Source: an optimization exercise on an open RTL-to-GDS flow (aim: small area). Production flows keep margins and buffers that such runs may drop.
Function was not checked in any run shown here: the RTL went through the layout flow alone.
Power and IR drop assume default switching activity.

File: flow/flow/run.sh
#!/bin/bash
# Own layout flow.
# 1. The standard synthesis (standard.sh synth).
# 2. The same synthesis again with an area-oriented ABC mapping script
#    (area_synth.tcl, abc_area_map.script, bias_lib.py); its netlist replaces
#    the standard one only if it holds exactly the same registers (names and
#    cell types).
# 3. The standard ORFS layout steps, with clock tree and port buffer
#    settings of our own.
# Each tool's output goes to a log of its own in this folder.
set -euo pipefail
W=$(pwd)
R=$W/orfs/results/$FLOW_PLATFORM/chk_unit/base
A=$W/orfs_area/results/$FLOW_PLATFORM/chk_unit/base

bash standard.sh synth > 1_standard_synth.log 2>&1
cp $R/1_2_yosys.v $W/standard_synth.v

python3 flow/bias_lib.py $FLOW_HOME/platforms/$FLOW_PLATFORM/lib/sky130_fd_sc_hd__tt_025C_1v80.lib \
  $W/abc_bias.lib 5.0 > 2_bias_lib.log 2>&1
if bash standard.sh WORK_HOME=$W/orfs_area SYNTH_SCRIPT=$W/flow/area_synth.tcl synth \
     > 2_area_synth.log 2>&1 \
   && python3 flow/regs_match.py $W/standard_synth.v $A/1_2_yosys.v > 2_regs_match.log 2>&1; then
  cp $A/1_2_yosys.v $R/1_2_yosys.v
  touch $R/1_2_yosys.v
fi

bash standard.sh \
  "CTS_ARGS=-sink_clustering_enable -repair_clock_nets -sink_clustering_size 16 -sink_clustering_max_diameter 60 -buf_list sky130_fd_sc_hd__clkbuf_8 -dont_use_dummy_load" \
  "BUFFER_PORTS_ARGS=-buffer_cell sky130_fd_sc_hd__buf_1" \
  finish > 3_layout.log 2>&1
File: flow/flow/abc_area_map.script
strash
dc2
dch -f
amap
File: flow/flow/area_synth.tcl
set ::area_dir [file dirname [file normalize [info script]]]
set ::area_abc_script [file join $::area_dir abc_area_map.script]
# the library ABC maps with (written by run.sh with bias_lib.py)
set ::area_abc_lib [file join [file dirname $::area_dir] abc_bias.lib]
proc synth {args} { yosys synth -nofsm -noshare {*}$args }
proc abc {args} {
  set i [lsearch -exact $args -script]
  if {$i >= 0} {
    set args [lreplace $args [expr {$i + 1}] [expr {$i + 1}] $::area_abc_script]
  }
  set l [lsearch -exact $args -liberty]
  if {$l >= 0 && [file exists $::area_abc_lib]} {
    set args [lreplace $args [expr {$l + 1}] [expr {$l + 1}] $::area_abc_lib]
  }
  set j [lsearch -exact $args -D]
  if {$j >= 0} {
    set args [lreplace $args $j [expr {$j + 1}]]
  }
  yosys abc {*}$args
}
# no half or full adder cells: ABC maps that logic together with the rest
proc extract_fa {args} {}
source $::env(SCRIPTS_DIR)/synth.tcl
# left out here: clear keep_hierarchy, flatten, clean up, hide names made inside functions, write 1_2_yosys.v
File: flow/flow/bias_lib.py
#!/usr/bin/env python3
"""Writes a copy of a liberty file in which the two-input XOR and XNOR cells
are given a smaller area. Used only to steer ABC's area mapping towards
those cells (which are faster than the NAND/OAI structures it would
otherwise build an XOR from); every later step reads the real library.
Usage: bias_lib.py IN.lib OUT.lib AREA"""
import re, sys

src, dst, area = sys.argv[1], sys.argv[2], sys.argv[3]
text = open(src).read()
for cell in ("sky130_fd_sc_hd__xor2_1", "sky130_fd_sc_hd__xnor2_1"):
    start = text.index('cell ("%s")' % cell)
    at = text.index("area", start)
    end = text.index(";", at)
    text = text[:at] + "area : " + area + text[end:]
open(dst, "w").write(text)
File: flow/flow/regs_match.py
#!/usr/bin/env python3
"""Checks that two netlists hold the same registers: the same instance names,
each of the same cell type. Usage: regs_match.py STANDARD.v OTHER.v"""
import re, sys

def regs(path):
    text = open(path).read()
    out = {}
    for m in re.finditer(r'^\s*(sky130_fd_sc_hd__\w+)\s+(\\\S+|\w+)\s*\(', text, re.M):
        cell, name = m.group(1), m.group(2)
        if re.search(r'__(e|s|se)?df|__dl', cell):
            out[name] = cell
    return out

a, b = regs(sys.argv[1]), regs(sys.argv[2])
if a != b:
    print("registers differ: %d vs %d, %d names only in the first, %d only in the second, %d of another type"
          % (len(a), len(b), len(set(a) - set(b)), len(set(b) - set(a)),
             sum(1 for k in set(a) & set(b) if a[k] != b[k])))
    sys.exit(1)
print("registers match: %d" % len(a))
File: flow/standard.sh
#!/bin/bash
# synth_recipe.tcl (not shown) runs the flow's synth.tcl, then flattens the netlist and writes it again
# the make line also repeats each setting of config.mk as NAME=value (left out here)
make -C /OpenROAD-flow-scripts/flow DESIGN_CONFIG=/design/flow/config.mk WORK_HOME=/design/flow/orfs CLKGATE_MAP_FILE= SYNTH_SCRIPT=/design/flow/synth_recipe.tcl "${@:-finish}"
File: flow/config.mk
export PLATFORM = sky130hd
export DESIGN_NAME = chk_unit
export DESIGN_NICKNAME = chk_unit
export VERILOG_FILES = /design/flow/design.v
export SDC_FILE = /design/flow/constraint.sdc
export NUM_CORES = 8
export LEC_CHECK = 0
export CAP_MARGIN = 10
export CORE_MARGIN = 2
export CORE_UTILIZATION = 60
export SLEW_MARGIN = 10
File: flow/constraint.sdc
create_clock -name core_clock -period 13.0 [get_ports {clk}]
set_input_delay 2.6000 -clock core_clock [delete_from_list [all_inputs] [get_ports {clk}]]
set_output_delay 2.6000 -clock core_clock [all_outputs]
set_load 0.01 [all_outputs]
File: flow/design.v
module chk_channel #(
    parameter [3:0] CH = 4'd0
) (
    input  wire        clk,
    input  wire        rst,
    input  wire        sel,
    input  wire        w_cfg,
    input  wire        w_seq,
    input  wire        w_fsrc,
    input  wire        w_fcnt,
    input  wire        w_cmp,
    input  wire        w_crc,
    input  wire        w_start,      
    input  wire        w_ctl,        
    input  wire        w_res,        
    input  wire        w_cnt,        
    input  wire        w_le,         
    input  wire        w_fd,         
    input  wire        w_mmclr,      
    input  wire        mm_set,       
    input  wire        w_touch,      
    input  wire [5:0]  d_cfg,        
    input  wire [15:0] d_seq,
    input  wire [29:0] d_fsrc,
    input  wire [12:0] d_fcnt,
    input  wire [31:0] d_cmp,
    input  wire [31:0] d_crc,
    input  wire [31:0] d_res,
    input  wire [7:0]  d_alive,
    input  wire [1:0]  d_cuf,
    input  wire [1:0]  d_le,
    input  wire [3:0]  d_own,
    input  wire [6:0]  d_stamp,
    input  wire        rel_w,        
    input  wire        tick_due,     
    input  wire [6:0]  t_due,
    input  wire        jet_stop,
    input  wire [2:0]  jet_stop_id,
    input  wire        steward_stop,
    input  wire        lockout,
    output wire [5:0]  q_cfg,
    output wire [5:0]  q_act,
    output wire [15:0] q_seq,
    output wire [29:0] q_fsrc,
    output wire [12:0] q_fcnt,
    output wire [31:0] q_cmp,
    output wire [31:0] q_crc,
    output wire [31:0] q_res,
    output wire [7:0]  q_alive,
    output wire [1:0]  q_cuf,
    output wire [1:0]  q_le,
    output wire        q_fd,
    output wire        q_mm,
    output wire [3:0]  q_own
);
    localparam PRIV = (CH < 4);
    localparam [3:0] IDLE = 4'b0001;
    reg        cfg_cmp_en, cfg_swap;
    reg [1:0]  cfg_poly;
    reg        cfg_x0;
    reg        act_cmp_en, act_swap;
    reg [1:0]  act_poly;
    reg        act_x0;
    reg [15:0] seq;
    reg [29:0] fsrc;
    reg [12:0] fcnt;
    reg [31:0] cmp, crc, res;
    reg [7:0]  alive;
    reg [1:0]  cuf;
    reg [1:0]  last_end;
    reg        feed_st, mm_flag;
    reg [3:0]  own;
    reg [6:0]  stamp;
    wire [1:0] cfg_x, act_x;
    wire       rel_q  = (own != IDLE) && (lockout ||
                                  (jet_stop && own == {1'b1, jet_stop_id}) ||
                                  (steward_stop && own == 4'b0100) ||
                                  (tick_due && !(sel && w_touch) && stamp == t_due));
    wire       rel    = (sel && w_ctl) ? rel_w : rel_q;
    always @(posedge clk) begin
        if (rst || (sel && w_cfg)) begin
            cfg_cmp_en <= d_cfg[5];
            cfg_swap   <= d_cfg[4];
            cfg_poly   <= d_cfg[3:2];
            cfg_x0     <= d_cfg[0];
        end
        if (sel && w_start) begin
            act_cmp_en <= cfg_cmp_en;
            act_swap   <= cfg_swap;
            act_poly   <= cfg_poly;
            act_x0     <= cfg_x0;
        end
        if (rst || (sel && w_fsrc)) fsrc <= d_fsrc;
        if (rst || (sel && w_fcnt)) fcnt <= d_fcnt;
        if (rst || (sel && w_cmp))  cmp  <= d_cmp;
        if (sel && w_crc)           crc  <= d_crc;
        if (rst || (sel && w_res))  res  <= d_res;
        if (rst || (sel && w_mmclr) || mm_set)
            mm_flag <= !rst && !(sel && w_mmclr);
        if (rst || (sel && w_fd))   feed_st <= !rst;
        if (rst || rel || (sel && w_le))
            last_end <= rst ? 2'd0 : rel ? 2'd3 : d_le;
        if (rst || rel || (sel && w_ctl))
            own <= (rst || rel) ? IDLE : d_own;
        if (sel && w_touch) stamp <= d_stamp;
    end
    generate
        if (PRIV) begin : g_seq
            always @(posedge clk)
                if (rst || (sel && w_seq)) seq <= d_seq;
            assign cfg_x   = {1'b0, cfg_x0};
            assign act_x   = {1'b0, act_x0};
            assign q_seq   = seq;
            assign q_alive = 8'h00;
            assign q_cuf   = 2'd0;
        end else begin : g_alive
            reg cfg_x1, act_x1;
            always @(posedge clk) begin
                if (rst || (sel && w_cfg)) cfg_x1 <= d_cfg[1];
                if (sel && w_start)        act_x1 <= cfg_x1;
                if (rst || (sel && w_cnt)) begin
                    alive <= d_alive;
                    cuf   <= d_cuf;
                end
            end
            assign cfg_x   = {cfg_x1, cfg_x0};
            assign act_x   = {act_x1, act_x0};
            assign q_seq   = 16'h0000;
            assign q_alive = alive;
            assign q_cuf   = cuf;
        end
    endgenerate
    assign q_cfg  = {cfg_cmp_en, cfg_swap, cfg_poly, cfg_x};
    assign q_act  = {act_cmp_en, act_swap, act_poly, act_x};
    assign q_fsrc = fsrc;
    assign q_fcnt = fcnt;
    assign q_cmp  = cmp;
    assign q_crc  = crc;
    assign q_res  = res;
    assign q_le   = last_end;
    assign q_fd   = feed_st;
    assign q_mm   = mm_flag;
    assign q_own  = own;
endmodule
module chk_crc (
    input  wire [1:0]  poly,
    input  wire [31:0] x,
    input  wire [31:0] d,
    input  wire        one,
    input  wire        none,
    output wire [31:0] y
);
    wire [15:0] t0, s0;
    wire [31:0] t1, s1;
    wire [31:0] t2, s2;
    wire [7:0]  t3, s3;
    reg  [31:0] m;
    wire a0 = x[15] ^ d[23];
    wire a1 = x[14] ^ d[22];
    wire a2 = x[0] ^ d[24];
    wire a3 = x[7] ^ d[31];
    wire a4 = x[1] ^ d[25];
    wire a5 = x[2] ^ d[26];
    wire a6 = x[3] ^ d[27];
    wire a7 = x[5] ^ d[29];
    wire a8 = x[6] ^ d[30];
    wire a9 = x[4] ^ d[28];
    wire a10 = x[12] ^ d[20];
    wire a11 = x[13] ^ d[21];
    wire a12 = x[17] ^ d[9];
    wire a13 = x[9] ^ d[17];
    wire a14 = x[18] ^ d[10];
    wire a15 = x[11] ^ d[19];
    wire a16 = x[8] ^ d[16];
    wire a17 = x[10] ^ d[18];
    wire a18 = x[22] ^ d[14];
    wire a19 = x[20] ^ d[12];
    wire a20 = x[21] ^ d[13];
    wire a21 = x[23] ^ d[15];
    wire a22 = x[19] ^ d[11];
    wire a23 = x[16] ^ d[8];
    wire a24 = a0 ^ a16;
    wire a25 = a1 ^ a8;
    wire a26 = a12 ^ a18;
    wire a27 = a5 ^ a14;
    wire a28 = a2 ^ a4;
    wire a29 = a9 ^ a10;
    wire a30 = a7 ^ a11;
    wire a31 = a3 ^ a21;
    wire a32 = a6 ^ a22;
    wire a33 = a19 ^ a20;
    wire a34 = a15 ^ a17;
    wire a35 = a13 ^ a23;
    wire a36 = a13 ^ a28;
    wire a37 = a17 ^ a26;
    wire a38 = a2 ^ a24;
    wire a39 = a19 ^ a23;
    wire a40 = a25 ^ a30;
    wire a41 = a11 ^ a27;
    wire a42 = a5 ^ a6;
    wire a43 = a29 ^ a30;
    wire a44 = a25 ^ a31;
    wire a45 = a0 ^ a22;
    wire a46 = a4 ^ a10;
    wire a47 = a0 ^ a20;
    wire a48 = d[8] ^ d[12];
    wire a49 = a13 ^ a17;
    wire a50 = a9 ^ a33;
    wire a51 = a21 ^ a32;
    wire a52 = a1 ^ a15;
    wire a53 = a1 ^ a14;
    wire a54 = a24 ^ a29;
    wire a55 = a3 ^ a24;
    wire a56 = a3 ^ a25;
    wire a57 = a7 ^ a27;
    wire a58 = a2 ^ a12;
    wire a59 = a4 ^ a9;
    wire a60 = a8 ^ a21;
    wire a61 = a7 ^ a33;
    wire a62 = d[22] ^ d[9];
    wire a63 = a26 ^ a32;
    wire a64 = d[10] ^ d[14];
    wire a65 = a6 ^ a15;
    wire a66 = a23 ^ a33;
    wire a67 = a35 ^ a47;
    wire a68 = d[11] ^ d[15];
    wire a69 = a22 ^ a41;
    wire a70 = a4 ^ a5;
    wire a71 = a45 ^ a60;
    wire a72 = d[30] ^ a48;
    wire a73 = d[13] ^ d[14];
    wire a74 = a39 ^ a55;
    wire a75 = a18 ^ a20;
    wire a76 = a14 ^ a31;
    wire a77 = d[20] ^ d[21];
    wire a78 = a29 ^ a65;
    wire a79 = a35 ^ a50;
    wire a80 = d[18] ^ a48;
    wire a81 = a26 ^ a34;
    wire a82 = a14 ^ a40;
    wire a83 = a12 ^ a31;
    wire a84 = a5 ^ a28;
    wire a85 = a8 ^ a35;
    wire a86 = d[23] ^ d[11];
    wire a87 = a15 ^ a19;
    wire a88 = a18 ^ a27;
    wire a89 = a16 ^ a20;
    wire a90 = a11 ^ a28;
    wire a91 = x[14] ^ a72;
    wire a92 = x[15] ^ d[31];
    wire a93 = a16 ^ a36;
    wire a94 = d[12] ^ a3;
    wire a95 = a34 ^ a42;
    wire a96 = a1 ^ a3;
    wire a97 = a9 ^ a51;
    wire a98 = a49 ^ a70;
    wire a99 = x[30] ^ a8;
    wire a100 = d[16] ^ d[10];
    wire a101 = a50 ^ a88;
    wire a102 = a15 ^ a61;
    wire a103 = a78 ^ a91;
    wire a104 = a39 ^ a41;
    wire a105 = a34 ^ a71;
    wire a106 = a2 ^ a7;
    wire a107 = a4 ^ a37;
    wire a108 = a33 ^ a38;
    wire a109 = a37 ^ a53;
    wire a110 = a4 ^ a12;
    wire a111 = a32 ^ a108;
    wire a112 = a7 ^ a77;
    wire a113 = a10 ^ a18;
    wire a114 = a10 ^ a34;
    wire a115 = d[13] ^ a93;
    wire a116 = a63 ^ a67;
    wire a117 = a34 ^ a96;
    wire a118 = a23 ^ a44;
    wire a119 = a32 ^ a74;
    wire a120 = d[17] ^ a86;
    wire a121 = a57 ^ a81;
    wire a122 = a6 ^ a9;
    wire a123 = a10 ^ a15;
    wire a124 = a56 ^ a68;
    wire a125 = d[13] ^ a2;
    wire a126 = a62 ^ a73;
    wire a127 = a37 ^ a44;
    wire a128 = a24 ^ a31;
    wire a129 = a43 ^ a92;
    wire a130 = a17 ^ a69;
    wire a131 = a49 ^ a83;
    wire a132 = a40 ^ a64;
    wire a133 = a28 ^ a30;
    wire a134 = a36 ^ a55;
    wire a135 = a11 ^ a52;
    wire a136 = a37 ^ a104;
    wire a137 = a13 ^ a29;
    wire a138 = d[22] ^ a94;
    wire a139 = a13 ^ a87;
    wire a140 = a23 ^ a59;
    wire a141 = a5 ^ a11;
    wire a142 = a3 ^ a79;
    wire a143 = a44 ^ a46;
    wire a144 = a7 ^ a36;
    wire a145 = a15 ^ a45;
    wire a146 = d[17] ^ d[9];
    assign t0[0] = ((d[16] ^ x[0]) ^ a103);
    assign t0[1] = (((d[13] ^ a146) ^ x[1]) ^ a129);
    assign t0[2] = ((d[18] ^ x[2]) ^ a132);
    assign t0[3] = ((a0 ^ (d[19] ^ x[3])) ^ a124);
    assign t0[4] = (a38 ^ ((d[20] ^ x[4]) ^ a94));
    assign t0[5] = (a115 ^ ((d[21] ^ x[5]) ^ a103));
    assign t0[6] = (a129 ^ ((a126 ^ x[6]) ^ a98));
    assign t0[7] = (a132 ^ (((d[23] ^ d[15]) ^ x[7]) ^ a95));
    assign t0[8] = (a124 ^ (a38 ^ a78));
    assign t0[9] = (a134 ^ (d[12] ^ a43));
    assign t0[10] = (a98 ^ (((d[24] ^ d[13]) ^ x[8]) ^ a40));
    assign t0[11] = (a95 ^ ((a0 ^ ((d[25] ^ d[14]) ^ x[9])) ^ a56));
    assign t0[12] = (a38 ^ (((d[26] ^ d[15]) ^ x[10]) ^ (a3 ^ a91)));
    assign t0[13] = ((a92 ^ ((d[27] ^ d[9]) ^ x[11])) ^ a115);
    assign t0[14] = (((d[28] ^ a64) ^ x[12]) ^ a98);
    assign t0[15] = (((d[29] ^ a68) ^ x[13]) ^ a95);
    assign t1[0] = (((a12 ^ a14) ^ (a46 ^ (x[24] ^ a8))) ^ a119);
    assign t1[1] = (a142 ^ ((a58 ^ (x[25] ^ a16)) ^ a69));
    assign t1[2] = ((a61 ^ (x[26] ^ a32)) ^ (a93 ^ a109));
    assign t1[3] = ((x[27] ^ a36) ^ (a101 ^ a105));
    assign t1[4] = (a121 ^ (a38 ^ (a60 ^ (x[28] ^ a20))));
    assign t1[5] = ((a26 ^ (x[29] ^ a21)) ^ (a38 ^ a139));
    assign t1[6] = (a111 ^ (a99 ^ a131));
    assign t1[7] = (((x[31] ^ a8) ^ a63) ^ (a137 ^ (a34 ^ a47)));
    assign t1[8] = ((a39 ^ a43) ^ (a76 ^ (a18 ^ a34)));
    assign t1[9] = ((a66 ^ a76) ^ (a133 ^ (a52 ^ (a0 ^ a6))));
    assign t1[10] = ((a6 ^ a96) ^ a101);
    assign t1[11] = (a97 ^ (a75 ^ (a7 ^ a24)));
    assign t1[12] = ((a54 ^ a63) ^ (a76 ^ a144));
    assign t1[13] = (a131 ^ (a43 ^ (a0 ^ a42)));
    assign t1[14] = ((a110 ^ a43) ^ (a117 ^ (a19 ^ a45)));
    assign t1[15] = ((a38 ^ a40) ^ (a66 ^ (a27 ^ a123)));
    assign t1[16] = ((a10 ^ a56) ^ (a90 ^ a116));
    assign t1[17] = ((a128 ^ (a1 ^ a59)) ^ a136);
    assign t1[18] = (a143 ^ ((a5 ^ a13) ^ a102));
    assign t1[19] = (a107 ^ (a66 ^ a69));
    assign t1[20] = ((a33 ^ a52) ^ (a51 ^ (a26 ^ a27)));
    assign t1[21] = ((a31 ^ a89) ^ (a140 ^ (a8 ^ a26)));
    assign t1[22] = ((a84 ^ a85) ^ ((a19 ^ a113) ^ ((a0 ^ a7) ^ a51)));
    assign t1[23] = (((a20 ^ a21) ^ a54) ^ a130);
    assign t1[24] = (a134 ^ ((a26 ^ a123) ^ a82));
    assign t1[25] = (a130 ^ ((a24 ^ a35) ^ a143));
    assign t1[26] = ((a25 ^ a36) ^ (a41 ^ a114));
    assign t1[27] = ((a46 ^ a141) ^ (a117 ^ (a0 ^ a32)));
    assign t1[28] = ((a39 ^ a42) ^ (a54 ^ a135));
    assign t1[29] = ((a58 ^ (a1 ^ a6)) ^ (a43 ^ a67));
    assign t1[30] = ((a0 ^ a37) ^ (a140 ^ a82));
    assign t1[31] = ((a58 ^ a57) ^ (a145 ^ a118));
    assign t2[0] = (a38 ^ (a53 ^ (x[24] ^ a10)));
    assign t2[1] = ((x[25] ^ a35) ^ (a45 ^ a90));
    assign t2[2] = ((a39 ^ (x[26] ^ a1)) ^ ((a12 ^ a17) ^ a84));
    assign t2[3] = ((a47 ^ a65) ^ (a110 ^ (x[27] ^ a27)));
    assign t2[4] = ((a32 ^ (x[28] ^ a2)) ^ (a88 ^ (a23 ^ a29)));
    assign t2[5] = (a97 ^ (a133 ^ (a19 ^ (x[29] ^ a12))));
    assign t2[6] = ((a70 ^ a99) ^ (a54 ^ a61));
    assign t2[7] = ((a75 ^ (x[31] ^ a3)) ^ (a85 ^ (a30 ^ a42)));
    assign t2[8] = ((a16 ^ a122) ^ a127);
    assign t2[9] = ((a31 ^ a52) ^ (a106 ^ a137));
    assign t2[10] = ((a4 ^ a17) ^ a82);
    assign t2[11] = (a145 ^ ((a2 ^ a5) ^ a56));
    assign t2[12] = ((a6 ^ a46) ^ a74);
    assign t2[13] = ((a58 ^ a89) ^ (a141 ^ (a9 ^ a35)));
    assign t2[14] = (a144 ^ (a6 ^ a109));
    assign t2[15] = ((a27 ^ a59) ^ a105);
    assign t2[16] = ((a52 ^ a57) ^ a119);
    assign t2[17] = ((a85 ^ (a12 ^ a29)) ^ a111);
    assign t2[18] = (a142 ^ ((a14 ^ a30) ^ a107));
    assign t2[19] = (a121 ^ ((a21 ^ a22) ^ (a25 ^ a89)));
    assign t2[20] = ((a32 ^ (a16 ^ a18)) ^ (a44 ^ a139));
    assign t2[21] = ((a31 ^ a49) ^ (a53 ^ a50));
    assign t2[22] = ((a75 ^ a106) ^ (a114 ^ (a22 ^ a53)));
    assign t2[23] = ((a87 ^ a113) ^ (a71 ^ a90));
    assign t2[24] = ((a28 ^ a41) ^ (a66 ^ a128));
    assign t2[25] = ((a27 ^ a46) ^ a116);
    assign t2[26] = (a97 ^ a136);
    assign t2[27] = ((a12 ^ a51) ^ (a54 ^ a102));
    assign t2[28] = (a79 ^ (a40 ^ (a18 ^ a24)));
    assign t2[29] = (a127 ^ (a7 ^ a67));
    assign t2[30] = (a118 ^ (a10 ^ a81));
    assign t2[31] = (a83 ^ a135);
    assign t3[0] = ((a80 ^ (a73 ^ (d[21] ^ d[23]))) ^ a28);
    assign t3[1] = (((d[19] ^ d[15]) ^ a126) ^ a84);
    assign t3[2] = (a125 ^ (((d[15] ^ a77) ^ (a100 ^ a80)) ^ a42));
    assign t3[3] = (a122 ^ (((a62 ^ (d[16] ^ d[19])) ^ (a80 ^ a120)) ^ a2));
    assign t3[4] = (a112 ^ (((d[19] ^ d[8]) ^ (a64 ^ a146)) ^ a9));
    assign t3[5] = (a112 ^ (((d[18] ^ d[10]) ^ (a62 ^ a68)) ^ a8));
    assign t3[6] = ((((d[19] ^ d[21]) ^ (a86 ^ a100)) ^ a8) ^ a138);
    assign t3[7] = (a138 ^ ((d[20] ^ a120) ^ a125));
    wire b0 = m[1] ^ d[1];
    wire b1 = m[4] ^ d[4];
    wire b2 = m[2] ^ d[2];
    wire b3 = m[5] ^ d[5];
    wire b4 = m[3] ^ d[3];
    wire b5 = m[6] ^ d[6];
    wire b6 = m[7] ^ d[7];
    wire b7 = m[0] ^ d[0];
    wire b8 = b0 ^ b5;
    wire b9 = b1 ^ b7;
    wire b10 = b2 ^ b4;
    wire b11 = b3 ^ b6;
    wire b12 = b1 ^ b4;
    wire b13 = b2 ^ b8;
    wire b14 = b8 ^ b10;
    wire b15 = b3 ^ b5;
    wire b16 = b2 ^ b9;
    wire b17 = b0 ^ b3;
    wire b18 = b0 ^ b6;
    wire b19 = m[14] ^ d[6];
    wire b20 = b5 ^ b6;
    wire b21 = m[15] ^ d[7];
    wire b22 = b7 ^ b8;
    wire b23 = m[12] ^ d[4];
    wire b24 = m[13] ^ d[5];
    wire b25 = b9 ^ b10;
    wire b26 = m[9] ^ d[1];
    wire b27 = b7 ^ b10;
    wire b28 = m[11] ^ d[3];
    wire b29 = b0 ^ b12;
    wire b30 = m[10] ^ d[2];
    wire b31 = m[8] ^ d[0];
    wire b32 = b4 ^ b9;
    wire b33 = b24 ^ b26;
    wire b34 = m[29] ^ b11;
    wire b35 = b3 ^ b4;
    wire b36 = b10 ^ b11;
    wire b37 = b9 ^ b15;
    wire b38 = b1 ^ b3;
    wire b39 = m[19] ^ b4;
    wire b40 = b23 ^ b31;
    wire b41 = b21 ^ b28;
    wire b42 = b7 ^ b17;
    wire b43 = b1 ^ b2;
    wire b44 = b7 ^ b13;
    wire b45 = b19 ^ b30;
    wire b46 = b12 ^ b20;
    wire b47 = b6 ^ b8;
    assign s0[0] = b40;
    assign s0[1] = b33;
    assign s0[2] = b45;
    assign s0[3] = b41;
    assign s0[4] = b23;
    assign s0[5] = (b24 ^ b40);
    assign s0[6] = (b19 ^ b33);
    assign s0[7] = (b21 ^ b45);
    assign s0[8] = (m[0] ^ b41);
    assign s0[9] = (m[1] ^ b23);
    assign s0[10] = (m[2] ^ b24);
    assign s0[11] = (m[3] ^ b19);
    assign s0[12] = ((m[12] ^ b1) ^ (b21 ^ b31));
    assign s0[13] = (b26 ^ (m[13] ^ b3));
    assign s0[14] = (b30 ^ (m[14] ^ b5));
    assign s0[15] = (b28 ^ (m[15] ^ b6));
    assign s1[0] = ((m[8] ^ b0) ^ b25);
    assign s1[1] = (b25 ^ (m[9] ^ b17));
    assign s1[2] = (b14 ^ (m[10] ^ b38));
    assign s1[3] = (b36 ^ (b5 ^ (m[11] ^ b1)));
    assign s1[4] = (b13 ^ (m[12] ^ b11));
    assign s1[5] = ((m[13] ^ b1) ^ b47);
    assign s1[6] = (b29 ^ (m[14] ^ b11));
    assign s1[7] = (b35 ^ (m[15] ^ b8));
    assign s1[8] = (b16 ^ (m[16] ^ b20));
    assign s1[9] = (b16 ^ (m[17] ^ b11));
    assign s1[10] = (b43 ^ (m[18] ^ b15));
    assign s1[11] = (b39 ^ (b5 ^ b11));
    assign s1[12] = ((m[20] ^ b6) ^ b14);
    assign s1[13] = (m[21] ^ b18);
    assign s1[14] = (m[22] ^ b29);
    assign s1[15] = ((m[23] ^ b3) ^ b16);
    assign s1[16] = (b22 ^ (m[24] ^ b35));
    assign s1[17] = (b13 ^ (b9 ^ (m[25] ^ b6)));
    assign s1[18] = (b11 ^ (m[26] ^ b1));
    assign s1[19] = (b14 ^ (b9 ^ (m[27] ^ b3)));
    assign s1[20] = (b14 ^ (b11 ^ (m[28] ^ b1)));
    assign s1[21] = (b22 ^ b34);
    assign s1[22] = (b32 ^ (m[30] ^ b20));
    assign s1[23] = (m[31] ^ b36);
    assign s1[24] = b13;
    assign s1[25] = (b6 ^ b27);
    assign s1[26] = b2;
    assign s1[27] = b4;
    assign s1[28] = b9;
    assign s1[29] = b42;
    assign s1[30] = b44;
    assign s1[31] = (b18 ^ b27);
    assign s2[0] = (m[8] ^ b2);
    assign s2[1] = (b7 ^ (m[9] ^ b4));
    assign s2[2] = (b9 ^ (m[10] ^ b0));
    assign s2[3] = (b17 ^ (m[11] ^ b2));
    assign s2[4] = ((m[12] ^ b5) ^ b27);
    assign s2[5] = (b18 ^ (m[13] ^ b12));
    assign s2[6] = (m[14] ^ b38);
    assign s2[7] = (b15 ^ (m[15] ^ b7));
    assign s2[8] = (m[16] ^ b47);
    assign s2[9] = (m[17] ^ b6);
    assign s2[10] = (m[18] ^ b2);
    assign s2[11] = b39;
    assign s2[12] = (m[20] ^ b9);
    assign s2[13] = (m[21] ^ b42);
    assign s2[14] = (m[22] ^ b13);
    assign s2[15] = (b10 ^ (m[23] ^ b6));
    assign s2[16] = (m[24] ^ b25);
    assign s2[17] = (b32 ^ (m[25] ^ b17));
    assign s2[18] = (b13 ^ (b9 ^ (m[26] ^ b3)));
    assign s2[19] = (b14 ^ (m[27] ^ b11));
    assign s2[20] = (m[28] ^ b46);
    assign s2[21] = (b43 ^ b34);
    assign s2[22] = (b15 ^ (m[30] ^ b10));
    assign s2[23] = (m[31] ^ b46);
    assign s2[24] = (b11 ^ b16);
    assign s2[25] = ((b3 ^ b7) ^ b14);
    assign s2[26] = (b14 ^ (b6 ^ b9));
    assign s2[27] = (b11 ^ b29);
    assign s2[28] = b37;
    assign s2[29] = (b11 ^ b22);
    assign s2[30] = (b6 ^ b22);
    assign s2[31] = b18;
    assign s3[0] = b37;
    assign s3[1] = (b8 ^ b11);
    assign s3[2] = (b11 ^ b16);
    assign s3[3] = (b0 ^ b32);
    assign s3[4] = b44;
    assign s3[5] = (b10 ^ b18);
    assign s3[6] = (b1 ^ b10);
    assign s3[7] = (b3 ^ b12);
    always @(*) begin
        if (one)
            m = x;
        else case (poly)
            2'd0:    m = {16'h0000, t0};
            2'd1:    m = t1;
            2'd2:    m = t2;
            default: m = {24'h000000, t3};
        endcase
    end
    reg [31:0] ys;
    always @(*) begin
        case (poly)
            2'd0:    ys = {16'h0000, s0};
            2'd1:    ys = s1;
            2'd2:    ys = s2;
            default: ys = {24'h000000, s3};
        endcase
    end
    assign y = none ? x : ys;
endmodule
module chk_unit (
    input  wire        clk,
    input  wire        rst,
    input  wire        req_valid,
    input  wire        req_write,
    input  wire [6:0]  req_addr,
    input  wire [31:0] req_wdata,
    input  wire [2:0]  req_src,
    input  wire [2:0]  req_jet,
    output reg         rsp_valid,
    output reg         rsp_denied,
    output reg  [31:0] rsp_rdata,
    input  wire [7:0]  fold_addr,
    input  wire        tick_ms,
    input  wire        jet_stop,
    input  wire [2:0]  jet_stop_id,
    input  wire        steward_stop,
    input  wire        lockout,
    output wire        mismatch_evt,
    output reg  [2:0]  mismatch_ch
);
    localparam [3:0] R_CFG  = 4'd0, R_SEQ  = 4'd1, R_FSRC = 4'd2, R_FCNT = 4'd3,
                     R_CTL  = 4'd4, R_DATA = 4'd5, R_BYTE = 4'd6, R_RES  = 4'd7,
                     R_CMP  = 4'd8, R_STAT = 4'd9;
    localparam [3:0] IDLE = 4'b0001;
    wire [2:0]  c  = req_addr[6:4];
    wire [3:0]  r  = req_addr[3:0];
    wire [31:0] wd = req_wdata;
    wire        priv = !c[2];
    wire [3:0]  id = (req_src == 3'd1) ? {1'b1, req_jet} : {1'b0, req_src};
    localparam NB = 32 + 32 + 32 + 30 + 13 + 16 + 6 + 6 + 8 + 2 + 4 + 2 + 1 + 1;
    wire [NB-1:0] q_all [0:7];
    wire [7:0]    oh_c = 8'd1 << c;
    reg [NB-1:0] s_all;
    integer n;
    always @(*) begin
        s_all = {NB{1'b0}};
        for (n = 0; n < 8; n = n + 1)
            s_all = s_all | (q_all[n] & {NB{oh_c[n]}});
    end
    wire [31:0] crc_c, res_c, cmp_c;
    wire [29:0] fsrc_c;
    wire [12:0] fcnt_c;
    wire [15:0] seq_c;
    wire [5:0]  cfg_c, act_c;
    wire [7:0]  alive_c;
    wire [1:0]  cuf_c, le_c;
    wire [3:0]  own_c;
    wire        mm_c, fd_c;
    assign {crc_c, res_c, cmp_c, fsrc_c, fcnt_c, seq_c, cfg_c, act_c,
            alive_c, cuf_c, own_c, le_c, mm_c, fd_c} = s_all;
    wire active_c = (own_c != IDLE);
    wire owner_c  = (own_c == id);
    wire prot     = (r <= R_BYTE) || (r == R_CMP);
    wire denied   = (priv && req_src == 3'd1) || (active_c && !owner_c && prot);
    wire ok       = req_valid && req_write && !denied;
    wire is_ctl = (r == R_CTL);
    wire b_start  = wd[31], b_feed = wd[30], b_finish = wd[29], b_abort = wd[28];
    wire start    = is_ctl && b_start;
    wire act1     = b_start || active_c;
    wire fin      = is_ctl && act1 && !b_abort && !b_feed && b_finish;
    wire feed     = is_ctl && act1 && !b_abort && b_feed;
    wire ends     = is_ctl && act1 && (b_abort || (!b_feed && b_finish));
    wire [5:0] cf      = start ? cfg_c : act_c;
    wire       cmp_en  = cf[5];
    wire [1:0] poly    = cf[3:2];
    wire [1:0] cnt_w   = cf[1:0];
    wire       seq_inc = fin && priv && cf[0];
    wire       cnt     = fin && !priv && (cnt_w != 2'd0);
    wire       cnt4    = (cnt_w == 2'd1);
    reg [31:0] x0;
    always @(*) begin
        if (start) begin
            case ({priv, poly})
                3'b000: x0 = 32'h0000_FFFF;
                3'b011: x0 = 32'h0000_00FF;
                3'b100: x0 = 32'h0000_1E0C;
                3'b101: x0 = 32'hA942_E6BC;
                3'b110: x0 = 32'hF095_8FD9;
                3'b111: x0 = 32'h0000_007E;
                default: x0 = 32'hFFFF_FFFF;
            endcase
        end else begin
            x0 = crc_c;
        end
    end
    wire [7:0]  cbyte = cnt4 ? {4'h0, alive_c[3:0]} : alive_c;
    wire [31:0] dsw   = {wd[7:0], wd[15:8], wd[23:16], wd[31:24]};
    wire        swap  = act_c[4];
    wire [31:0] edata = is_ctl ? (priv ? {8'h00, fold_addr, seq_c} : {24'h0, cbyte})
                               : ((r == R_DATA && swap) ? dsw : wd);
    wire        one   = (r == R_BYTE) || (is_ctl && !priv);
    wire        none  = is_ctl && !(priv && start) && !cnt;
    wire [31:0] y;
    chk_crc u_crc (.poly(poly), .x(x0), .d(edata), .one(one), .none(none), .y(y));
    reg [31:0] fin_v, mask;
    always @(*) begin
        case (poly)
            2'd0:    begin fin_v = {16'h0000, y[15:0]};       mask = 32'h0000_FFFF; end
            2'd3:    begin fin_v = {24'h000000, ~y[7:0]};      mask = 32'h0000_00FF; end
            default: begin fin_v = ~y;                         mask = 32'hFFFF_FFFF; end
        endcase
    end
    wire [31:0] diff = fin_v ^ cmp_c;
    reg  [7:0]  mm_part;
    reg         mm_pend;
    integer k;
    always @(posedge clk) begin
        for (k = 0; k < 8; k = k + 1)
            mm_part[k] <= mask[4*k] && (|diff[4*k +: 4]);
        mm_pend <= !rst && ok && fin && cmp_en;
    end
    assign mismatch_evt = mm_pend && (mm_part != 8'h00);
    wire [7:0] mm_set = {8{mismatch_evt}} & (8'd1 << mismatch_ch);
    wire [3:0] own_s = start ? id : own_c;
    wire [3:0] d_own = (b_abort || (!b_feed && b_finish)) ? IDLE : own_s;
    wire       rel_w = (d_own != IDLE) && (lockout ||
                                           (jet_stop && d_own == {1'b1, jet_stop_id}) ||
                                           (steward_stop && d_own == 4'b0100));
    reg  [6:0] tcnt;
    wire [6:0] tnext = tcnt + {6'd0, tick_ms};
    wire [6:0] t_due = tcnt - 7'd99;
    wire [5:0]  d_cfg   = rst ? 6'b000100
                              : {wd[16], wd[4], wd[1:0], priv ? {1'b0, wd[12]} : wd[9:8]};
    wire [15:0] d_seq   = rst ? 16'h0 : (r == R_SEQ) ? wd[15:0] : seq_c + 16'd1;
    wire [29:0] d_fsrc  = rst ? 30'h0 : {wd[31:30], wd[27:0]};
    wire [12:0] d_fcnt  = rst ? 13'h0 : wd[12:0];
    wire [31:0] d_cmp   = rst ? 32'h0 : wd;
    wire [31:0] d_res   = rst ? 32'h0 : fin_v;
    wire [7:0]  d_alive = rst ? 8'h0 : cnt4 ? {4'h0, alive_c[3:0] + 4'd1} : alive_c + 8'd1;
    wire [1:0]  d_cuf   = rst ? 2'd0 : {1'b1, cnt4};
    wire [1:0]  d_le    = b_abort ? 2'd2 : 2'd1;
    wire w_cfg   = (r == R_CFG);
    wire w_seq   = (r == R_SEQ) || seq_inc;
    wire w_fsrc  = (r == R_FSRC);
    wire w_fcnt  = (r == R_FCNT);
    wire w_cmp   = (r == R_CMP);
    wire w_crc   = (r == R_CTL) || (r == R_DATA) || (r == R_BYTE);
    wire w_mmclr = (r == R_STAT) && wd[23];
    wire w_touch = owner_c || start;
    genvar g;
    generate
        for (g = 0; g < 8; g = g + 1) begin : chan
            wire [5:0]  q_cfg, q_act;
            wire [15:0] q_seq;
            wire [29:0] q_fsrc;
            wire [12:0] q_fcnt;
            wire [31:0] q_cmp, q_crc, q_res;
            wire [7:0]  q_alive;
            wire [1:0]  q_cuf, q_le;
            wire        q_fd, q_mm;
            wire [3:0]  q_own;
            chk_channel #(.CH(g)) u_ch (
                .clk(clk), .rst(rst),
                .sel(ok && oh_c[g]),
                .w_cfg(w_cfg), .w_seq(w_seq), .w_fsrc(w_fsrc), .w_fcnt(w_fcnt),
                .w_cmp(w_cmp), .w_crc(w_crc), .w_start(start), .w_ctl(is_ctl),
                .w_res(fin), .w_cnt(cnt), .w_le(ends), .w_fd(feed), .w_mmclr(w_mmclr), .mm_set(mm_set[g]),
                .w_touch(w_touch),
                .d_cfg(d_cfg), .d_seq(d_seq), .d_fsrc(d_fsrc), .d_fcnt(d_fcnt),
                .d_cmp(d_cmp), .d_crc(y), .d_res(d_res), .d_alive(d_alive),
                .d_cuf(d_cuf), .d_le(d_le), .d_own(d_own),
                .d_stamp(tnext),
                .rel_w(rel_w), .tick_due(tick_ms), .t_due(t_due),
                .jet_stop(jet_stop), .jet_stop_id(jet_stop_id),
                .steward_stop(steward_stop), .lockout(lockout),
                .q_cfg(q_cfg), .q_act(q_act), .q_seq(q_seq),
                .q_fsrc(q_fsrc), .q_fcnt(q_fcnt), .q_cmp(q_cmp),
                .q_crc(q_crc), .q_res(q_res), .q_alive(q_alive),
                .q_cuf(q_cuf), .q_le(q_le), .q_fd(q_fd), .q_mm(q_mm),
                .q_own(q_own)
            );
            assign q_all[g] = {q_crc, q_res, q_cmp, q_fsrc, q_fcnt, q_seq, q_cfg, q_act,
                               q_alive, q_cuf, q_own, q_le, q_mm, q_fd};
        end
    endgenerate
    wire [7:0] cnt_used = !cuf_c[1] ? 8'h00
                        : cuf_c[0] ? {4'h0, alive_c[3:0] - 4'd1} : alive_c - 8'd1;
    wire [2:0] owner    = !active_c ? 3'd0 : own_c[3] ? 3'd1 : own_c[2:0];
    wire [2:0] ojet     = own_c[3] ? own_c[2:0] : 3'd0;
    reg [31:0] rdata;
    always @(*) begin
        case (r)
            R_CFG:  rdata = {15'h0, cfg_c[5], 3'h0, priv & cfg_c[0], 2'h0,
                             priv ? 2'b00 : cfg_c[1:0], 3'h0, cfg_c[4], 2'h0, cfg_c[3:2]};
            R_SEQ:  rdata = {16'h0000, seq_c};
            R_FSRC: rdata = {fsrc_c[29:28], 2'b00, fsrc_c[27:0]};
            R_FCNT: rdata = {19'h0, fcnt_c};
            R_RES:  rdata = res_c;
            R_CMP:  rdata = cmp_c;
            R_STAT: rdata = {active_c ? 2'd1 : 2'd0, owner, ojet, mm_c | mm_set[c],
                             1'b0, le_c, 1'b0, 1'b0, fd_c, 1'b0, cnt_used, 8'h00};
            default: rdata = 32'h0;
        endcase
    end
    always @(posedge clk) begin
        if (rst) begin
            rsp_valid    <= 1'b0;
            tcnt         <= 7'd0;
        end else begin
            rsp_valid    <= req_valid;
            tcnt         <= tnext;
        end
        rsp_denied  <= req_write && denied;
        rsp_rdata   <= rdata;
        mismatch_ch <= c;
    end
endmodule
==> flow_metrics.env, run 1 <==
export IMPL_timing_fmax_mhz=81.8
export IMPL_floorplan_initialDensity_pct=60.6
export IMPL_grt_first_pass_wirelength_mm=298
export IMPL_wl_mm=212
export IMPL_maxCapViolCount=0
export IMPL_antenna_found_initial=13
export IMPL_cts_inserted_buffers=113
export IMPL_final_max_slew_violation_count=0
export IMPL_setup_viol=0
export IMPL_cts_reportedPaths_clkPinSlew_ps=100
export IMPL_cp_common_cell="sky130_fd_sc_hd__xor2_1"
export IMPL_grt_overflow_total=0
export IMPL_finish_utilization_pct=66.7
export IMPL_drt_iter0_drc=7925
export IMPL_ys_warnings_count=10
export IMPL_maxSlewHeadroom_pct=9.86
export IMPL_syn_instance_count=4277
export IMPL_p_leak_uw=0.0226
export IMPL_status="no timing/DRC/antenna violations"
export IMPL_die_area_sq_mm=0.107
export IMPL_cts_resized_gates=0
export IMPL_hold_class="reg2reg"
export IMPL_postLayoutSetupSlackWorst_ps=782
export IMPL_remaining_drc_errors=0
export IMPL_cp_required_ps=13530
export IMPL_area_growth_syn_to_layout_pct=10.1
export IMPL_layout_min_cycle_time_ps=12220
export IMPL_tightestPinTransition_ps=1340
export IMPL_floorplan_core_area_sq_mm=0.104
export IMPL_setup_repair_after_global_routing_missed_its_margin="no"
export IMPL_rows=118
export IMPL_cp_end_kind="register"
export IMPL_clockRootBuffer="sky130_fd_sc_hd__clkbuf_8"
export IMPL_critPathBufInv=9
export IMPL_postCtsHoldBufs=0
export IMPL_cp_arrival_ps=12750
export IMPL_post_cts_repair_setup_buffers=0
export IMPL_multiInputGateArea_sq_mm=0.0187
export IMPL_routedWlPerCell_um=34.5
export IMPL_hpwlAfterDp_mm=140
export IMPL_die_w_um=328
export IMPL_pwr_share_clk_pct=14.7
export IMPL_worst_skew_pair_late_latency_ps=880
export IMPL_clockBufferDepth=3
export IMPL_netlist_area_sq_mm=0.0628
export IMPL_fillers=7549
export IMPL_switchingPower_uw=5790
export IMPL_io_buffer_count=101
export IMPL_detailedPlace_worstSlack_ps=617
export IMPL_grt_max_degree=93
export IMPL_crit_path_max_fanout=33
export IMPL_die_h_um=328
export IMPL_place_inst=6025
export IMPL_ctsHtreeMaxLevel=3
export IMPL_layout_cells_non_filler=6146
export IMPL_power_switching_fraction_pct=39.2
export IMPL_cts_sink_count=1477
export IMPL_area_sequential_sq_mm=0.0438
export IMPL_total_iterations_of_the_first_detailed_routing_run=9
export IMPL_path_delay_family="XOR/XNOR gates"
export IMPL_critical_path_class="in2reg"
export IMPL_via_count=43400
export IMPL_worst_path_largest_cell_delay_ps=620
export IMPL_sequential_fraction_of_design_power_pct=44.1
export IMPL_clock_tree_from_tritoncts="done"
export IMPL_viasPerCell=7.06
export IMPL_hold_violations_final=0
export IMPL_power_per_cell_area_mw_per_mm2=214
export IMPL_first_global_vias=40300
export IMPL_routabilityCongestion=1.04
export IMPL_power_combinational_fraction_pct=41.2
export IMPL_num_io_pins=102
export IMPL_drtAntennaViolNets=0
export IMPL_synthesis_area_per_instance_sq_um=14.7
export IMPL_layout_nets=4824
export IMPL_worst_ir_drop_vdd_mv=0.161
export IMPL_power_internal_uw=8990
export IMPL_final_min_period_over_clock_period_pct=94.0
export IMPL_final_layout_size_suffix_gt1_share_pct=9.63
export IMPL_syn_nets=4341
export IMPL_grtUsageTotal_pct=39.1
export IMPL_critical_path_slowest_cell="sky130_fd_sc_hd__o21ai_0"
export IMPL_startpoint_type="input port"
export IMPL_clock_skew_ps=149
## worst paths after layout
| check | endpoint | slack [ps] | start | cells after the start |
|---|---|---|---|---|
| setup / recovery | chan[1].u_ch.res[3] | 780 | req_addr[6] | 30 |
| hold / removal | chan[2].u_ch.act_swap | 410 | chan[2].u_ch.cfg_swap | 0 |
| setup reg to reg | chan[1].u_ch.res[3] | 3160 | chan[5].u_ch.cfg_poly[1] | 31 |
| hold reg to reg | chan[2].u_ch.act_swap | 410 | chan[2].u_ch.cfg_swap | 0 |
## sequential cells by signal, summed over array words and instances (netlist names), 16 cells and up
register	cells
chan.u_ch.act_poly	16
chan.u_ch.alive	32
chan.u_ch.cfg_poly	16
chan.u_ch.cmp	256
chan.u_ch.crc	256
chan.u_ch.fcnt	104
chan.u_ch.fsrc	240
chan.u_ch.last_end	16
chan.u_ch.own	32
chan.u_ch.res	256
chan.u_ch.seq	64
chan.u_ch.stamp	56
rsp_rdata	32
## power by group through the flow
stage	registers [uW]	clock network, uW	logic, uW
floorplan	6590	0	3650
global placement	6600	0	5900
detailed placement	6630	0	5850
CTS	6520	2170	5890
global route	6570	2310	6380
finish	6520	2170	6100
## stage by stage
step,setup TNS (ps),power [uW],area (sq um),hold WS [ps]
floorplan,-11.5,10200,63000,422
global placement,0,12500,67600,434
detailed placement,0,12500,67600,435
CTS,0,14600,69100,411
global route,0,15300,69100,421
finish,0,14800,69200,414
## per-layer routing
layer	part of all wire (%)	vias up	global-route usage, %
li1	-	18100	-
met1	37	21300	54.8
met5	0.024	-	0
met4	5.5	8	18.5
met2	45	3421	58.9
met3	13	556	8.32
## cells in the final DEF, fill, tap and decap left out, types with 11 or more instances in the layout
| cell type | instances |
|---|---|
| sky130_fd_sc_hd__a2111oi_0 | 22 |
| sky130_fd_sc_hd__a211oi_1 | 23 |
| sky130_fd_sc_hd__a21oi_1 | 77 |
| sky130_fd_sc_hd__a221oi_1 | 79 |
| sky130_fd_sc_hd__a222oi_1 | 244 |
| sky130_fd_sc_hd__a22o_1 | 66 |
| sky130_fd_sc_hd__a22oi_1 | 120 |
| sky130_fd_sc_hd__a31oi_1 | 62 |
| sky130_fd_sc_hd__a32oi_1 | 13 |
| sky130_fd_sc_hd__a41oi_1 | 14 |
| sky130_fd_sc_hd__and3_1 | 13 |
| sky130_fd_sc_hd__buf_1 | 99 |
| sky130_fd_sc_hd__buf_4 | 261 |
| sky130_fd_sc_hd__clkbuf_8 | 113 |
| sky130_fd_sc_hd__clkinv_1 | 218 |
| sky130_fd_sc_hd__dfxtp_1 | 53 |
| sky130_fd_sc_hd__edfxtp_1 | 1424 |
| sky130_fd_sc_hd__nand2_1 | 224 |
| sky130_fd_sc_hd__nand3_1 | 51 |
| sky130_fd_sc_hd__nand4_1 | 13 |
| sky130_fd_sc_hd__nor2_1 | 255 |
| sky130_fd_sc_hd__nor2_4 | 18 |
| sky130_fd_sc_hd__nor2b_1 | 69 |
| sky130_fd_sc_hd__nor3_1 | 27 |
| sky130_fd_sc_hd__nor4_1 | 41 |
| sky130_fd_sc_hd__o211ai_1 | 20 |
| sky130_fd_sc_hd__o21ai_0 | 115 |
| sky130_fd_sc_hd__o21ai_4 | 24 |
| sky130_fd_sc_hd__o221ai_1 | 25 |
| sky130_fd_sc_hd__o22a_1 | 21 |
| sky130_fd_sc_hd__o22ai_1 | 72 |
| sky130_fd_sc_hd__o32a_1 | 12 |
| sky130_fd_sc_hd__o32ai_1 | 13 |
| sky130_fd_sc_hd__or2_0 | 36 |
| sky130_fd_sc_hd__or3_1 | 28 |
| sky130_fd_sc_hd__or4_1 | 11 |
| sky130_fd_sc_hd__xnor2_1 | 173 |
| sky130_fd_sc_hd__xor2_1 | 474 |
## worst register-to-register path, delay by kind of cell, from the launching register on
| kind | cells | cell delay (ps) |
|---|---|---|
| AOI/OAI and AO/OA | 14 | 3710 |
| xor gates and xnor gates | 9 | 3860 |
| buffers and inverters | 5 | 930 |
| DFF | 1 | 440 |
| and+or+nand+nor | 3 | 670 |
## layout make-up
| cell class | count | share of cell area [%] |
|---|---|---|
| inverters | 223 | 1.22 |
| clock buffers | 113 | 2.25 |
| flip-flops and latches | 1477 | 63.4 |
| diodes | 8 | 0.0289 |
| well taps | 1380 | 2.50 |
| multi-input cells | 2577 | 27.1 |
| repair buffers | 368 | 3.56 |
==> run 2, diff against run 1 <==
--- a/flow/flow/run.sh
+++ b/flow/flow/run.sh
@@ -17,7 +17,7 @@
 cp $R/1_2_yosys.v $W/standard_synth.v
 
 python3 flow/bias_lib.py $FLOW_HOME/platforms/$FLOW_PLATFORM/lib/sky130_fd_sc_hd__tt_025C_1v80.lib \
-  $W/abc_bias.lib 5.0 > 2_bias_lib.log 2>&1
+  $W/abc_bias.lib 3.0 > 2_bias_lib.log 2>&1
 if bash standard.sh WORK_HOME=$W/orfs_area SYNTH_SCRIPT=$W/flow/area_synth.tcl synth \
      > 2_area_synth.log 2>&1 \
    && python3 flow/regs_match.py $W/standard_synth.v $A/1_2_yosys.v > 2_regs_match.log 2>&1; then
==> run 2 against run 1 <==
Still clean on timing, DRC and antenna. Fmax is 0.73% lower. Worst setup slack worse by 90 ps. Wire length hardly changed. Clock power is 2% lower. Non-clock buffer count is 7 higher. Sequential power is 0.6% higher. Combinational power is 1% higher. Count of clock-buffer cells in the layout is 5 lower. Power is 0.38% higher. Clock skew is 48 ps lower. Hold slack better by 38 ps. Area after synthesis hardly changed. Critical path type unchanged. Critical endpoint is now chan[2].u_ch.res[6]. Largest cell class unchanged.
==> flow_metrics.env, run 2 <==
export IMPL_place_inst=6036
export IMPL_sequential_fraction_of_design_power_pct=44.2
export IMPL_r2r_setup_slack_ps=2960
export IMPL_area_growth_syn_to_layout_pct=10.0
export IMPL_total_iterations_of_the_first_detailed_routing_run=8
export IMPL_timing_fmax_mhz=81.2
export IMPL_io_buffer_count=101
export IMPL_final_min_period_over_clock_period_pct=94.7
export IMPL_layout_min_cycle_time_ps=12310
export IMPL_first_global_vias=40500
export IMPL_ctsHtreeMaxLevel=3
export IMPL_worst_path_largest_cell_delay_ps=730
export IMPL_antenna_found_initial=10
export IMPL_die_area_sq_mm=0.107
export IMPL_clock_skew_ps=101
export IMPL_drtAntennaViolNets=0
export IMPL_worst_ir_drop_vdd_mv=0.171
export IMPL_num_io_pins=102
export IMPL_crit_path_max_fanout=9
export IMPL_die_h_um=328
export IMPL_cp_arrival_ps=12860
export IMPL_syn_instance_count=4281
export IMPL_r2r_start="chan[5].u_ch.cfg_poly[1]"
export IMPL_layout_nets=4830
export IMPL_post_cts_repair_setup_buffers=0
export IMPL_tightestPinTransition_ps=1380
export IMPL_whs_ps=452
export IMPL_grt_max_degree=82
export IMPL_wl_mm=212
export IMPL_p_leak_uw=0.0226
export IMPL_grtUsageTotal_pct=39.2
export IMPL_cts_sink_count=1477
export IMPL_die_w_um=328
export IMPL_r2r_end="chan[2].u_ch.res[6]"
export IMPL_setup_viol=0
export IMPL_power_switching_fraction_pct=38.8
export IMPL_via_count=43300
export IMPL_setup_repair_after_global_routing_missed_its_margin="no"
export IMPL_viasPerCell=7.04
export IMPL_ys_warnings_count=10
export IMPL_rows=118
export IMPL_routabilityCongestion=1.04
export IMPL_worst_skew_pair_late_latency_ps=840
export IMPL_routedWlPerCell_um=34.5
export IMPL_grt_first_pass_wirelength_mm=299
export IMPL_layout_cells_most_common_list="sky130_fd_sc_hd__edfxtp_1, sky130_fd_sc_hd__xor2_1, sky130_fd_sc_hd__buf_4"
export IMPL_clock_tree_from_tritoncts="done"
export IMPL_hpwlAfterDp_mm=141
export IMPL_critical_path_class="in2reg"
export IMPL_postCtsHoldBufs=0
export IMPL_startpoint_type="input port"
export IMPL_clockRootBuffer="sky130_fd_sc_hd__clkbuf_8"
export IMPL_largestRegisters="chan.u_ch.cmp x256, chan.u_ch.crc x256, chan.u_ch.res x256"
export IMPL_final_max_slew_violation_count=0
export IMPL_cp_common_cell="sky130_fd_sc_hd__clkinv_1"
export IMPL_clockBufferDepth=3
export IMPL_power_internal_uw=9090
export IMPL_finish_utilization_pct=66.6
export IMPL_layout_cells_non_filler=6147
export IMPL_cts_inserted_buffers=108
export IMPL_drt_iter0_drc=7618
export IMPL_floorplan_core_area_sq_mm=0.104
export IMPL_hold_violations_final=0
export IMPL_status="no timing/DRC/antenna violations"
export IMPL_switchingPower_uw=5760
export IMPL_cts_resized_gates=0
export IMPL_maxSlewHeadroom_pct=5.44
export IMPL_synthesis_area_per_instance_sq_um=14.7
export IMPL_remaining_drc_errors=0
export IMPL_cts_reportedPaths_clkPinSlew_ps=100
export IMPL_power_per_cell_area_mw_per_mm2=215
export IMPL_netlist_area_sq_mm=0.0629
export IMPL_cp_required_ps=13560
export IMPL_power_combinational_fraction_pct=41.5
export IMPL_final_common_cell="sky130_fd_sc_hd__edfxtp_1"
export IMPL_setup_worst_path_end="chan[2].u_ch.res[6]"
export IMPL_setup_tns_ps=0
export IMPL_worst_r2r_path_depth=32
export IMPL_maxCapViolCount=0
export IMPL_syn_nets=4345
export IMPL_worstSetupStartpoint="req_addr[5]"
export IMPL_floorplan_initialDensity_pct=60.6
export IMPL_hold_class="reg2reg"
export IMPL_grt_overflow_total=0
export IMPL_cp_end_kind="register"
export IMPL_post_layout_total_power_uw=14800
export IMPL_critical_path_slowest_cell="sky130_fd_sc_hd__o21ai_0"
export IMPL_final_layout_size_suffix_gt1_share_pct=9.63
export IMPL_pwr_share_clk_pct=14.4
## run 2: cell count changes in the layout (fill, tap and decap cells not counted), moves of 5 or more
cell and change:
sky130_fd_sc_hd__xnor2_1 +19, sky130_fd_sc_hd__nand2_1 -15, sky130_fd_sc_hd__xor2_1 -11, sky130_fd_sc_hd__buf_4 +10, sky130_fd_sc_hd__or2_0 +7, sky130_fd_sc_hd__clkinv_1 +6, sky130_fd_sc_hd__clkbuf_8 -5, sky130_fd_sc_hd__diode_2 -5
## run 2: how the worst min path moves through the flow
stage | startpoint | endpoint | depth (start not counted)
finish | chan[1].u_ch.cfg_x0 | chan[1].u_ch.act_x0 | 0
global route | chan[1].u_ch.cfg_x0 | chan[1].u_ch.act_x0 | 0
detailed placement | chan[1].u_ch.cfg_cmp_en | chan[1].u_ch.act_cmp_en | 0
floorplan | chan[0].u_ch.cfg_poly[1] | chan[0].u_ch.act_poly[1] | 0
CTS | chan[1].u_ch.cfg_cmp_en | chan[1].u_ch.act_cmp_en | 0
global placement | chan[6].u_ch.cfg_x0 | chan[6].u_ch.act_x0 | 0
## run 2: layout make-up
| class | count | area [sq um] |
|---|---|---|
| sequential | 1477 | 43800 |
| fill | 7582 | 34600 |
| multi-input combinational | 2575 | 18800 |
| timing repair buffer | 375 | 2480 |
| tap | 1380 | 1730 |
| clock buffer | 108 | 1490 |
| inverter | 229 | 872 |
| antenna | 3 | 7.51 |
## run 2: routing by layer
layer | track usage (%) | up-vias | wire length [um]
met3 | 6.74 | 533 | 26500
met4 | 19.3 | 2 | 12400
met5 | 0 | - | 17
met2 | 59.3 | 3300 | 95500
met1 | 55.6 | 21400 | 77800
li1 | - | 18100 | -
## run 2: power by group through the flow
stage          clock network (uW)  registers (uW)  logic, uW
6_report                     2130            6560       6160
3_3_place_gp                    0            6630       5980
2_1_floorplan                   0            6620       3750
4_1_cts                      2130            6550       5960
5_1_grt                      2280            6600       6450
3_5_place_dp                    0            6660       5930
## run 2: worst max-delay path: cells and delay by family
family	cells	cell delay, ps
compound gates	8	3050
xor+xnor	10	4050
buf+inv	11	2050
simple gates	7	1070
## run 2: through the flow
| stage | cell area [sq um] | setup slack [ps] |
|---|---|---|
| after floorplan | 63100 | -26.4 |
| after global placement | 67700 | 298 |
| after detailed placement | 67700 | 148 |
| after CTS | 69100 | 996 |
| after global routing | 69200 | 68.6 |
| final | 69200 | 692 |
==> run 3, diff against run 2 <==
--- a/flow/flow/run.sh
+++ b/flow/flow/run.sh
@@ -17,7 +17,7 @@
 cp $R/1_2_yosys.v $W/standard_synth.v
 
 python3 flow/bias_lib.py $FLOW_HOME/platforms/$FLOW_PLATFORM/lib/sky130_fd_sc_hd__tt_025C_1v80.lib \
-  $W/abc_bias.lib 3.0 > 2_bias_lib.log 2>&1
+  $W/abc_bias.lib 5.0 > 2_bias_lib.log 2>&1
 if bash standard.sh WORK_HOME=$W/orfs_area SYNTH_SCRIPT=$W/flow/area_synth.tcl synth \
      > 2_area_synth.log 2>&1 \
    && python3 flow/regs_match.py $W/standard_synth.v $A/1_2_yosys.v > 2_regs_match.log 2>&1; then
@@ -26,6 +26,6 @@
 fi
 
 bash standard.sh \
-  "CTS_ARGS=-sink_clustering_enable -repair_clock_nets -sink_clustering_size 16 -sink_clustering_max_diameter 60 -buf_list sky130_fd_sc_hd__clkbuf_8 -dont_use_dummy_load" \
+  "CTS_ARGS=-sink_clustering_enable -repair_clock_nets -sink_clustering_size 18 -sink_clustering_max_diameter 60 -buf_list sky130_fd_sc_hd__clkbuf_8 -dont_use_dummy_load" \
   "BUFFER_PORTS_ARGS=-buffer_cell sky130_fd_sc_hd__buf_1" \
   finish > 3_layout.log 2>&1
==> run 3 against run 2 <==
Highest routed layer unchanged. First-iteration DRC count rose by 3.5%. Critical path type unchanged. Critical endpoint is now chan[6].u_ch.res[3]. Global-route usage fell by 0.16 points. Still clean on timing, DRC and antenna. Synthesized cell count barely moved.
==> flow_metrics.env, run 3 <==
export IMPL_place_inst=6025
export IMPL_r2r_end="chan[6].u_ch.res[3]"
export IMPL_setup_viol=0
export IMPL_r2r_setup_slack_ps=3200
export IMPL_cp_common_cell="sky130_fd_sc_hd__xor2_1"
export IMPL_clock_tree_from_tritoncts="done"
export IMPL_grt_busiest_layer="met2"
export IMPL_synthesis_area_per_instance_sq_um=14.7
export IMPL_via_count=43300
export IMPL_postCtsHoldBufs=0
export IMPL_ys_warnings_count=10
export IMPL_clockRootBuffer="sky130_fd_sc_hd__clkbuf_8"
export IMPL_viasPerCell=7.05
export IMPL_routabilityCongestion=1.04
export IMPL_critical_path_slowest_cell="sky130_fd_sc_hd__a221oi_1"
export IMPL_clock_skew_ps=205
export IMPL_maxSlewHeadroom_pct=13.0
export IMPL_cts_reportedPaths_clkPinSlew_ps=110
export IMPL_worst_skew_pair_late_latency_ps=860
export IMPL_multiInputGateArea_sq_mm=0.0187
export IMPL_drtAntennaViolNets=0
export IMPL_maxCapViolCount=0
export IMPL_cts_sink_count=1477
export IMPL_wl_mm=212
export IMPL_cp_end_kind="register"
export IMPL_layout_nets=4819
export IMPL_grt_util_met2_pct=59.2
export IMPL_worst_ir_drop_vdd_mv=0.160
export IMPL_r2r_start="chan[5].u_ch.cfg_poly[1]"
export IMPL_largestRegisters="chan.u_ch.cmp x256, chan.u_ch.crc x256, chan.u_ch.res x256"
export IMPL_remaining_drc_errors=0
export IMPL_setup_repair_after_global_routing_missed_its_margin="no"
export IMPL_crit_path_max_fanout=33
export IMPL_total_iterations_of_the_first_detailed_routing_run=7
export IMPL_area_growth_syn_to_layout_pct=10.0
export IMPL_critical_path_class="in2reg"
export IMPL_worstSetupStartpoint="req_addr[6]"
export IMPL_floorplan_initialDensity_pct=60.6
export IMPL_netlist_area_sq_mm=0.0628
export IMPL_syn_nets=4341
export IMPL_die_area_sq_mm=0.107
export IMPL_io_buffer_count=101
export IMPL_startpoint_type="input port"
export IMPL_grt_overflow_total=0
export IMPL_final_layout_size_suffix_gt1_share_pct=9.53
export IMPL_final_common_cell="sky130_fd_sc_hd__edfxtp_1"
export IMPL_die_w_um=328
export IMPL_num_io_pins=102
export IMPL_die_h_um=328
export IMPL_layout_cells_non_filler=6145
export IMPL_grt_first_pass_wirelength_mm=297
export IMPL_post_cts_repair_setup_buffers=0
export IMPL_timing_fmax_mhz=83.0
export IMPL_status="no timing/DRC/antenna violations"
export IMPL_globalRouteMet3Util_pct=8.11
export IMPL_area_sequential_sq_mm=0.0438
export IMPL_cp_arrival_ps=12560
export IMPL_hold_violations_final=0
export IMPL_final_max_slew_violation_count=0
export IMPL_grt_max_degree=93
export IMPL_syn_instance_count=4277
export IMPL_final_min_period_over_clock_period_pct=92.7
export IMPL_fillers=7571
export IMPL_rows=118
export IMPL_worst_r2r_path_depth=31
export IMPL_worst_path_largest_cell_delay_ps=600
export IMPL_hpwlAfterDp_mm=140
export IMPL_met1_track_demand_over_resource_in_global_routing_pct=54.9
export IMPL_grtUsageTotal_pct=39.0
export IMPL_layout_min_cycle_time_ps=12050
export IMPL_floorplan_core_area_sq_mm=0.104
export IMPL_p_leak_uw=0.0226
export IMPL_drt_iter0_drc=7882
export IMPL_first_global_vias=40100
export IMPL_hold_class="reg2reg"
export IMPL_cts_inserted_buffers=108
export IMPL_clockBufferDepth=3
export IMPL_postLayoutSetupSlackWorst_ps=949
export IMPL_detailedPlace_worstSlack_ps=617
export IMPL_power_per_cell_area_mw_per_mm2=213
export IMPL_routedWlPerCell_um=34.5
export IMPL_antenna_found_initial=13
export IMPL_cp_required_ps=13510
export IMPL_cts_resized_gates=0
export IMPL_layout_cells_most_common_list="sky130_fd_sc_hd__edfxtp_1, sky130_fd_sc_hd__xor2_1, sky130_fd_sc_hd__buf_4"
export IMPL_tightestPinTransition_ps=1290
export IMPL_setup_worst_path_end="chan[6].u_ch.res[3]"
export IMPL_ctsHtreeMaxLevel=3
==> run 3: layout make-up <==
| type | count | area share, % |
|---|---|---|
| sequential | 1477 | 63.4 |
| multi-input combinational | 2577 | 27.1 |
| timing repair buffer | 368 | 3.57 |
| tap | 1380 | 2.50 |
| clock buffer | 108 | 2.15 |
| inverter | 223 | 1.23 |
| antenna | 12 | 0.0435 |
==> run 3: through the flow <==
stage	power, uW	cell area [sq um]	util (%)	TNS [ps]	hold WS [ps]
after detailed placement	12500	67600	65.2	0	435
final	14700	69100	66.7	0	370
after CTS	14500	69100	66.6	0	352
after global routing	15200	69100	66.6	0	384
after floorplan	10200	63000	-	-11.5	422
after global placement	12500	67600	65.2	0	434
==> run 3: layer usage <==
layer | up-vias | part of all wire, %
met5 | - | 0.014
met4 | 4 | 5.2
met1 | 21400 | 37
li1 | 18100 | -
met3 | 501 | 13
met2 | 3336 | 45
==> run 3: power breakdown <==
| group | internal, uW | leakage (uW) | switching [uW] |
|---|---|---|---|
| logic | 1850 | 0.00761 | 4250 |
| registers | 6370 | 0.0142 | 149 |
| clock network | 739 | 0.000777 | 1380 |
==> run 3: worst min path at each step <==
stage	cells after the start	to	from	slack [ps]
floorplan	0	chan[0].u_ch.act_poly[1]	chan[0].u_ch.cfg_poly[1]	420
global placement	0	chan[0].u_ch.act_x0	chan[0].u_ch.cfg_x0	430
detailed placement	0	chan[6].u_ch.g_alive.act_x1	chan[6].u_ch.g_alive.cfg_x1	440
CTS	0	chan[6].u_ch.act_swap	chan[6].u_ch.cfg_swap	350
global route	0	chan[6].u_ch.act_swap	chan[6].u_ch.cfg_swap	380
finish	0	chan[6].u_ch.act_swap	chan[6].u_ch.cfg_swap	370
==> run 3: critical path: cells and delay by family <==
| family | cells | cell delay, ps |
|---|---|---|
| AOI/OAI and AO/OA | 8 | 3110 |
| xor gates and xnor gates | 11 | 3460 |
| buffers and inverters | 9 | 2580 |
| and+or+nand+nor | 2 | 730 |

[port drivers added, routing unchanged]
Ports are ideal in the flow. The routed layouts listed here were re-timed in OpenROAD.
Step 1, drivers: a clkbuf_16 drives clk and a buf_2 each remaining input, both assumed.
Step 2 also shifts input and output timing later by t, the mid clock arrival at the registers, as if the neighbouring blocks saw the same clock.
a / b / c = ideal ports / drivers / drivers and shift; a / b = the first two.
| run | t, ns | setup WS [ns] | hold WS [ns] | worst register clock-pin slew, ns | worst data-port slew with drivers (ns) |
|---|---|---|---|---|---|
| run 1 | 0.875 | 0.782 / 0.734 / -0.142 | 0.414 / 0.414 / 0.414 | 0.10 / 0.10 | 0.16 |
| run 2 | 0.857 | 0.692 / 0.738 / -0.119 | 0.452 / 0.452 / 0.452 | 0.11 / 0.11 | 0.11 |
| run 3 | 0.825 | 0.949 / 0.894 / 0.070 | 0.370 / 0.370 / 0.370 | 0.12 / 0.12 | 0.16 |
With both steps, setup timing fails in run 1 and run 2, where it was met with ideal ports. The setup slack of run 1, which loses most, moves by -0.048 ns with the drivers and by -0.924 ns with both steps.
